Context: an optimization exercise on an open-source flow, tuned for small area, a short achievable clock period and few clock cycles. The choices shown serve that exercise and are no tape-out recipe. In this exercise RTL edits were held to simulation tests only and were not proved equivalent to the original.

==> branch garnet: inputs <==
==> flow/design.v (excerpt) <==
module q9_quant (
    input  wire         clk,
    input  wire         rst,
    input  wire         in_valid,
    output wire         in_ready,
    input  wire [511:0] in_x,
    output reg          out_valid,
    output reg  [7:0]   out_scale,
    output reg  [63:0]  out_codes,
    output reg          out_sat,
    output reg          out_qnf
);
Settings: LEC_CHECK=0, ABC_AREA=1, CAP_MARGIN=20, CORE_MARGIN=2, CORE_UTILIZATION=60, SLEW_MARGIN=20; clock period 80.0 ns.
run.sh (not shown) runs the stock make flow with config.mk's settings and CLKGATE_MAP_FILE= SYNTH_SCRIPT=/design/flow/synth_recipe.tcl, a recipe that flattens the netlist after the stock synthesis.
==> branch fjord (differences from branch garnet) <==
Settings changed: ABC_AREA 1 to unset.
==> results.txt <==
| metric | branch fjord | branch garnet |
|---|---|---|
| Total nets after synthesis | 5935 | 6724 |
| Portion of the layout cell area used by non-clock buffers | 14.63% | 14.41% |
| Outcome | no timing/DRC/antenna violations | no timing/DRC/antenna violations |
| Adder-Cell Fraction of Synth Area | 32.56% | 31.96% |
| Total Wirelength | 121400 µm | 122300 µm |
| Clock distribution area overhead in the final layout | 0.7211% | 0.7055% |
| Worst Setup Slack post-DPL | 39710 ps | 43480 ps |
| Effective utilization at floorplan | 60.51% | 61.00% |
| Nonclk inv count | 364 | 834 |
| Worst Hold End | out_valid$_SDFF_PP0_ | out_codes[38]$_SDFFCE_PN0P_ |
| Buffers outside the clock class | 619 | 621 |
| Area of the core region | 57480 µm² | 57920 µm² |
| Drt first-iter violations | 2909 | 3217 |
| Multi-input combinational cell area | 30830 µm² | 29790 µm² |
| Setup crit end | out_codes[48]$_SDFFCE_PN0P_ | out_codes[52]$_SDFFCE_PN0P_ |
| Number of cells produced by synthesis | 4568 | 5357 |
| Final instance area | 41820 µm² | 42560 µm² |
| Layout Nets | 6463 | 7307 |
| Proportion of synthesized chip area in sequential cells | 6.447% | 6.346% |
| GPL Wtd Cong | 0.9993 | 1.056 |
| Post-DP Area | 41500 µm² | 42250 µm² |
| Post-Layout Cell Count | 5867 | 6715 |
| Fraction of met3 tracks used by global routing | 7.315% | 6.154% |
| Minimum period implied by the final worst setup slack | 40360 ps | 36490 ps |
Testbench counts of branch garnet, summed over its fixed seeds: cycles 16,008.
Testbench counts of branch fjord, summed over its fixed seeds: cycles 16,008.

* * *

==> inputs of job 3399 <==
==> flow/design.v <==
module q9_quant (
    input  wire         clk,
    input  wire         rst,
    input  wire         in_valid,
    output wire         in_ready,
    input  wire [511:0] in_x,
    output reg          out_valid,
    output reg  [7:0]   out_scale,
    output reg  [63:0]  out_codes,
    output reg          out_sat,
    output reg          out_qnf
);
    assign in_ready = 1'b1;
    integer i;
    reg [271:0] cx;
    always @(*) begin
        for (i = 0; i < 16; i = i + 1)
            cx[17*i +: 17] = {in_x[32*i+31 -: 16], in_x[32*i +: 16] == 16'd0};
    end
    reg          v1;
    reg  [271:0] r_x;
    always @(posedge clk) begin
        if (rst)
            v1 <= 1'b0;
        else
            v1 <= in_valid;
        r_x <= cx;
    end
    reg qnf;
    always @(*) begin
        qnf = 1'b0;
        for (i = 0; i < 16; i = i + 1)
            if (r_x[17*i+8 +: 8] == 8'hFF) qnf = 1'b1;
    end
    wire [7:0]  scale;
    wire [63:0] codes;
    wire        sat;
    q9_quant_block u_blk (
        .cx(r_x), .qnf(qnf), .scale(scale), .codes(codes), .sat(sat)
    );
    always @(posedge clk) begin
        if (rst)
            out_valid <= 1'b0;
        else
            out_valid <= v1;
        out_scale <= scale;
        out_codes <= codes;
        out_sat   <= sat;
        out_qnf   <= qnf;
    end
endmodule
module q9_quant_block (
    input  wire [271:0] cx,      
    input  wire         qnf,     
    output reg  [7:0]   scale,
    output reg  [63:0]  codes,
    output reg          sat
);
    integer i;
    function automatic gt12;
        input [11:0] a, b;
        integer n, w;
        reg [11:0] g, q;
        begin
            for (n = 0; n < 12; n = n + 1) begin
                g[n] = a[n] & ~b[n];
                q[n] = a[n] | ~b[n];
            end
            for (w = 1; w < 12; w = w * 2)
                for (n = 0; n + w < 12; n = n + 2 * w) begin
                    g[n] = g[n + w] | (q[n + w] & g[n]);
                    q[n] = g[n + w] | (q[n + w] & q[n]);
                end
            gt12 = g[0];
        end
    endfunction
    function automatic [11:0] max12;
        input [11:0] a, b;
        max12 = gt12(b, a) ? b : a;
    endfunction
    wire [191:0] keys;
    wire [15:0]  big;
    genvar g;
    generate
        for (g = 0; g < 16; g = g + 1) begin : g_key
            q9_elem_key u_key (
                .cr(cx[17*g +: 16]), .key(keys[12*g +: 12]), .big(big[g])
            );
        end
    endgenerate
    reg [11:0] lv1 [0:7];
    reg [11:0] lv2 [0:3];
    reg [11:0] lv3 [0:1];
    reg [11:0] kmax;
    always @(*) begin
        for (i = 0; i < 8; i = i + 1)
            lv1[i] = max12(keys[24*i +: 12], keys[24*i+12 +: 12]);
        for (i = 0; i < 4; i = i + 1)
            lv2[i] = max12(lv1[2*i], lv1[2*i+1]);
        for (i = 0; i < 2; i = i + 1)
            lv3[i] = max12(lv2[2*i], lv2[2*i+1]);
        kmax = max12(lv3[0], lv3[1]);
    end
    wire [7:0] code;
    q9_scale_code u_code (.kmax(kmax), .code(code));
    wire [3:0] sn;
    wire [2:0] pl;
    wire [5:0] r0, r1;
    wire [7:0] t10, t12, t14;
    q9_scale_dec u_dec (
        .code(code), .qnf(qnf), .sn(sn), .pl(pl), .r0(r0), .r1(r1),
        .t10(t10), .t12(t12), .t14(t14)
    );
    wire [47:0] idx;
    generate
        for (g = 0; g < 16; g = g + 1) begin : g_el
            q9_elem_round u_rnd (
                .cr(cx[17*g +: 16]), .big(big[g] & ~qnf), .sn(sn), .pl(pl),
                .r0(r0), .r1(r1), .t10(t10), .t12(t12), .t14(t14),
                .idx(idx[3*g +: 3])
            );
        end
    endgenerate
    always @(*) begin
        sat = ~qnf & (|big);
        scale = qnf ? 8'hFF : code;
        for (i = 0; i < 16; i = i + 1)
            codes[4*i +: 4] = {cx[17*i+16] & ~qnf, idx[3*i +: 3]};
    end
endmodule
module q9_elem_key (
    input  wire [15:0] cr,       
    output wire [11:0] key,
    output wire        big
);
    wire [7:0] e = cr[15:8];
    wire [5:0] vs = {cr[7:3], cr[2] | cr[1] | ~cr[0]};    
    reg [3:0] cls;
    always @(*) begin
        if (e == 8'd0)          cls = {3'd0, vs != 6'd0};
        else if (vs > 6'd56)    cls = 4'd8;
        else if (vs > 6'd44)    cls = 4'd7;
        else if (vs > 6'd32)    cls = 4'd6;
        else if (vs > 6'd26)    cls = 4'd5;
        else if (vs > 6'd20)    cls = 4'd4;
        else if (vs > 6'd14)    cls = 4'd3;
        else if (vs > 6'd8)     cls = 4'd2;
        else if (vs > 6'd2)     cls = 4'd1;
        else                    cls = 4'd0;
    end
    assign key = {e, cls};
    assign big = (e[7] & (e[6:0] > 7'h12)) |
                 ((e == 8'h92) & cr[7] & (cr[6:3] != 4'd0));
endmodule
module q9_scale_code (
    input  wire [11:0] kmax,
    output reg  [7:0]  code
);
    wire [10:0] lin = {kmax[11:4], 3'd0} + {7'd0, kmax[3:0]};
    always @(*) begin
        if (lin == 11'd0)
            code = 8'h00;
        else if (lin <= 11'd925)
            code = 8'd1 + (lin > 11'd901) + (lin > 11'd909) + (lin > 11'd913)
                        + (lin > 11'd917) + (lin > 11'd919) + (lin > 11'd921)
                        + (lin > 11'd923);
        else if (lin >= 11'd1172)
            code = 8'hFE;
        else
            code = lin - 11'd917;
    end
endmodule
module q9_scale_dec (
    input  wire [7:0] code,
    input  wire       qnf,
    output reg  [3:0] sn,
    output wire [2:0] pl,
    output wire [5:0] r0,
    output wire [5:0] r1,
    output wire [7:0] t10,
    output wire [7:0] t12,
    output wire [7:0] t14
);
    reg [7:0] sb;
    always @(*) begin
        if (code[7:3] != 5'd0) begin
            sn = {1'b1, code[2:0]};
            sb = {3'd0, code[7:3]} + 8'd112;
        end else if (code[2]) begin
            sn = {code[2:0], 1'b0};
            sb = 8'd112;
        end else if (code[1]) begin
            sn = {code[1:0], 2'd0};
            sb = 8'd111;
        end else begin
            sn = 4'd8;
            sb = 8'd110;
        end
    end
    wire [7:0] p = ~(sb - 8'd2);
    assign pl = p[2:0];
    assign r0 = qnf ? 6'd32 : 6'd32 - {1'b0, p[7:3]};
    assign r1 = qnf ? 6'd32 : 6'd31 - {1'b0, p[7:3]};
    assign t10 = {sn, 3'd0} + {sn, 1'b0};
    assign t12 = {sn, 3'd0} + {sn, 2'd0};
    assign t14 = {sn, 4'd0} - {sn, 1'b0};
endmodule
module q9_elem_round (
    input  wire [15:0] cr,       
    input  wire        big,
    input  wire [3:0]  sn,
    input  wire [2:0]  pl,
    input  wire [5:0]  r0,
    input  wire [5:0]  r1,
    input  wire [7:0]  t10,
    input  wire [7:0]  t12,
    input  wire [7:0]  t14,
    output reg  [2:0]  idx
);
    function automatic cmp9;
        input [8:0] a, b;
        input       ge_in;
        integer n;
        reg g;
        begin
            g = ge_in;
            for (n = 0; n < 9; n = n + 1)
                g = b[n] ? (a[n] & g) : (a[n] | g);
            cmp9 = g;
        end
    endfunction
    wire [7:0]  e = cr[15:8];
    wire [6:0]  f = cr[7:1];     
    wire        z = cr[0];       
    wire ge  = cmp9({6'd0, f[6:4]}, {6'd0, sn[2:0]}, 1'b1);
    wire eq1 = (f[6:4] == sn[2:0]) && (f[3:0] == 4'd0) && z;
    wire [7:0] zi = ge ? {2'b01, f[6:1]} : {1'b1, f[6:0]};
    wire       zs = ~z | (ge & f[0]);
    wire gt125 = cmp9({zi, zs}, {t10, 1'b0}, 1'b0);
    wire ge15  = cmp9({1'b0, zi}, {1'b0, t12}, 1'b1);
    wire ge175 = cmp9({1'b0, zi}, {1'b0, t14}, 1'b1);
    wire [3:0] wl = {1'b0, e[2:0]} + {1'b0, pl} + {3'd0, ge};
    wire       win = wl[3] ? ({1'b0, e[7:3]} == r1) : ({1'b0, e[7:3]} == r0);
    always @(*) begin
        if (big)
            idx = 3'd7;
        else if (!win)
            idx = 3'd0;
        else if (wl[2])
            idx = {2'b11, gt125};          
        else
            case (wl[1:0])
                2'd0:    idx = {2'b00, ~eq1};
                2'd1:    idx = 3'd1 + ge15;
                2'd2:    idx = 3'd2 + gt125 + ge175;
                default: idx = 3'd4 + gt125 + ge175;
            endcase
    end
endmodule
==> flow/flow/run.sh <==
#!/bin/bash
# Layout flow: the standard synthesis, then its combinational logic re-mapped
# by ABC with a stronger script (registers untouched), then the
# standard ORFS steps from the synthesis database on, with the port buffers
# made of buf_1 cells.
set -euo pipefail
R=orfs/results/$FLOW_PLATFORM/q9_quant/base
bash standard.sh synth > synth_std.log 2>&1
cp $R/1_2_yosys.v $R/1_2_yosys_std.v
bash flow/resynth.sh $R/1_2_yosys_std.v $R/1_2_yosys.v flow/resynth.abc > resynth.log 2>&1
rm -f $R/1_synth.odb $R/1_synth.sdc
export BUFFER_PORTS_ARGS="-buffer_cell sky130_fd_sc_hd__buf_1"
bash standard.sh > layout.log 2>&1
==> flow/flow/resynth.abc <==
strash
&get -n
&fraig -x
&put
scorr
dc2
balance; rewrite; refactor; balance; rewrite; rewrite -z; balance; refactor -z; rewrite -z; balance
dch -f
dc2
strash
&get -n
&dch -f
strash
dch -f
map -D 10000
topo
buffer -p
upsize -D 10000
dnsize -D 10000
==> flow/flow/resynth.sh <==
#!/bin/bash
# Re-maps the combinational logic of the standard synthesis netlist with a
# stronger ABC script. Registers keep their instances, names and cell types.
# usage: resynth.sh in.v out.v abc_script
set -euo pipefail
IN=$1; OUT=$2; SCRIPT=$3
LIB=$FLOW_HOME/platforms/sky130hd/lib/sky130_fd_sc_hd__tt_025C_1v80.lib
DU=""
for c in probe_p_8 probec_p_8 lpflow_bleeder_1 lpflow_clkbufkapwr_1 lpflow_clkbufkapwr_16 \
         lpflow_clkbufkapwr_2 lpflow_clkbufkapwr_4 lpflow_clkbufkapwr_8 lpflow_clkinvkapwr_1 \
         lpflow_clkinvkapwr_16 lpflow_clkinvkapwr_2 lpflow_clkinvkapwr_4 lpflow_clkinvkapwr_8 \
         lpflow_decapkapwr_12 lpflow_decapkapwr_3 lpflow_decapkapwr_4 lpflow_decapkapwr_6 \
         lpflow_decapkapwr_8 lpflow_inputiso0n_1 lpflow_inputiso0p_1 lpflow_inputiso1n_1 \
         lpflow_inputiso1p_1 lpflow_inputisolatch_1 lpflow_isobufsrc_1 lpflow_isobufsrc_16 \
         lpflow_isobufsrc_2 lpflow_isobufsrc_4 lpflow_isobufsrc_8 lpflow_isobufsrckapwr_16 \
         lpflow_lsbuf_lh_hl_isowell_tap_1 lpflow_lsbuf_lh_hl_isowell_tap_2 \
         lpflow_lsbuf_lh_hl_isowell_tap_4 lpflow_lsbuf_lh_isowell_4 \
         lpflow_lsbuf_lh_isowell_tap_1 lpflow_lsbuf_lh_isowell_tap_2 lpflow_lsbuf_lh_isowell_tap_4; do
    DU="$DU -dont_use sky130_fd_sc_hd__$c"
done
TOP=$FLOW_TOP
yosys -p "
read_liberty -ignore_miss_func $LIB
read_verilog $IN
hierarchy -top $TOP
setattr -mod -set keep_hierarchy 1 sky130_fd_sc_hd__df* sky130_fd_sc_hd__edf* sky130_fd_sc_hd__sdf* sky130_fd_sc_hd__conb*
flatten
opt -purge
abc -liberty $LIB $DU -script $SCRIPT
opt_clean -purge
hilomap -singleton -hicell sky130_fd_sc_hd__conb_1 HI -locell sky130_fd_sc_hd__conb_1 LO
insbuf -buf sky130_fd_sc_hd__buf_4 A X
splitnets
opt_clean -purge
tee -o $OUT.stat stat -liberty $LIB
select -module $TOP
write_verilog -noattr -noexpr -nohex -nodec -selected $OUT
"
==> flow/standard.sh <==
#!/bin/bash
# synth_recipe.tcl (not shown) runs the flow's synth.tcl, then flattens the netlist and writes it again
# the make line also repeats each setting of config.mk as NAME=value (left out here)
make -C /OpenROAD-flow-scripts/flow DESIGN_CONFIG=/design/flow/config.mk WORK_HOME=/design/flow/orfs CLKGATE_MAP_FILE= SYNTH_SCRIPT=/design/flow/synth_recipe.tcl "${@:-finish}"
==> flow/config.mk <==
export PLATFORM = sky130hd
export DESIGN_NAME = q9_quant
export DESIGN_NICKNAME = q9_quant
export VERILOG_FILES = /design/flow/design.v
export SDC_FILE = /design/flow/constraint.sdc
export NUM_CORES = 4
export LEC_CHECK = 0
export ABC_AREA = 1
export CAP_MARGIN = 20
export CORE_MARGIN = 2
export CORE_UTILIZATION = 40
export SLEW_MARGIN = 20
==> flow/constraint.sdc <==
create_clock -name core_clock -period 80.0 [get_ports {clk}]
set_input_delay 16.0000 -clock core_clock [delete_from_list [all_inputs] [get_ports {clk}]]
set_output_delay 16.0000 -clock core_clock [all_outputs]
set_load 0.01 [all_outputs]
==> inputs of job 368, as changes to job 3399 <==
==> flow/flow/resynth.abc (replaced) <==
strash
&get -n
&fraig -x
&put
scorr
dc2
balance; rewrite; refactor; balance; rewrite; rewrite -z; balance; refactor -z; rewrite -z; balance
&get -n
&deepsyn -T 60
&put
dch -f
strash
dch -f
map -D 10000
topo
buffer -p
upsize -D 10000
dnsize -D 10000
==> qor.json <==
{
  "multi_in_gates": {"value": 3120},
  "timing.clock.skew": {"value": 0.04076, "unit": "ns"},
  "status": {"value": "no timing/DRC/antenna violations"},
  "post_place_cells": {"value": 5616},
  "placement.cell_area": {"value": 29090, "unit": "um^2"},
  "start_util": {"value": 40.33, "unit": "%"},
  "min_setup_slack_post_route": {"value": 62.87, "unit": "ns"},
  "grt_start_max_net_pins": {"value": 46},
  "dr.first_iter.drc_count": {"value": 3266},
  "dieWidth": {"value": 258.7, "unit": "um"},
  "critical_path.max_stage_delay": {"value": 0.37, "unit": "ns"}
}
the above is filed under job 3399

==> qor.json <==
{
  "status": {"value": "no timing/DRC/antenna violations"},
  "post_place_cells": {"value": 5420},
  "placement.cell_area": {"value": 28260, "unit": "um^2"},
  "grt_start_max_net_pins": {"value": 48},
  "dieWidth": {"value": 254.6, "unit": "um"},
  "dr.first_iter.drc_count": {"value": 3005},
  "timing.clock.skew": {"value": 0.03850, "unit": "ns"}
}
the above is filed under job 368

Testbench counts of job 3399, summed over its fixed seeds: cycles 16,016.
Testbench counts of job 368, summed over its fixed seeds: cycles 16,016.

afterwards: timing with drivers on the ports:
No port has a modelled driver above. Below, the same layouts with a new extraction and two added sets of constraints. Step 1 assumes that a clkbuf_16 drives the clock port and a buf_2 every other input. Step 2 also shifts input and output timing later by t, the mid clock arrival at the registers, as if the neighbouring blocks saw the same clock. Slacks: ideal / step 1 / step 2; pairs: ideal / step 1.
| run | shift t [ns] | slack for setup (ns) | clock arrival spread, ns | slew at the worst register clock pin (ns) | pins driven straight from the clock port |
|---|---|---|---|---|---|
| branch garnet | 0.450 | 43.511 / 43.543 / 43.093 | 0.023 / 0.023 | 0.09 / 0.09 | 1 |
| branch fjord | 0.463 | 39.641 / 39.680 / 39.217 | 0.023 / 0.024 | 0.09 / 0.09 | 1 |
| job 3399 | 0.643 | 62.871 / 62.804 / 62.839 | 0.041 / 0.041 | 0.07 / 0.07 | 1 |
| job 368 | 0.645 | 62.803 / 62.736 / 63.087 | 0.039 / 0.039 | 0.07 / 0.07 | 1 |
After both steps setup and hold are still met in every run listed. For branch fjord, which loses most, drivers alone change the setup slack by +0.039 ns; drivers and shift together by -0.424 ns.
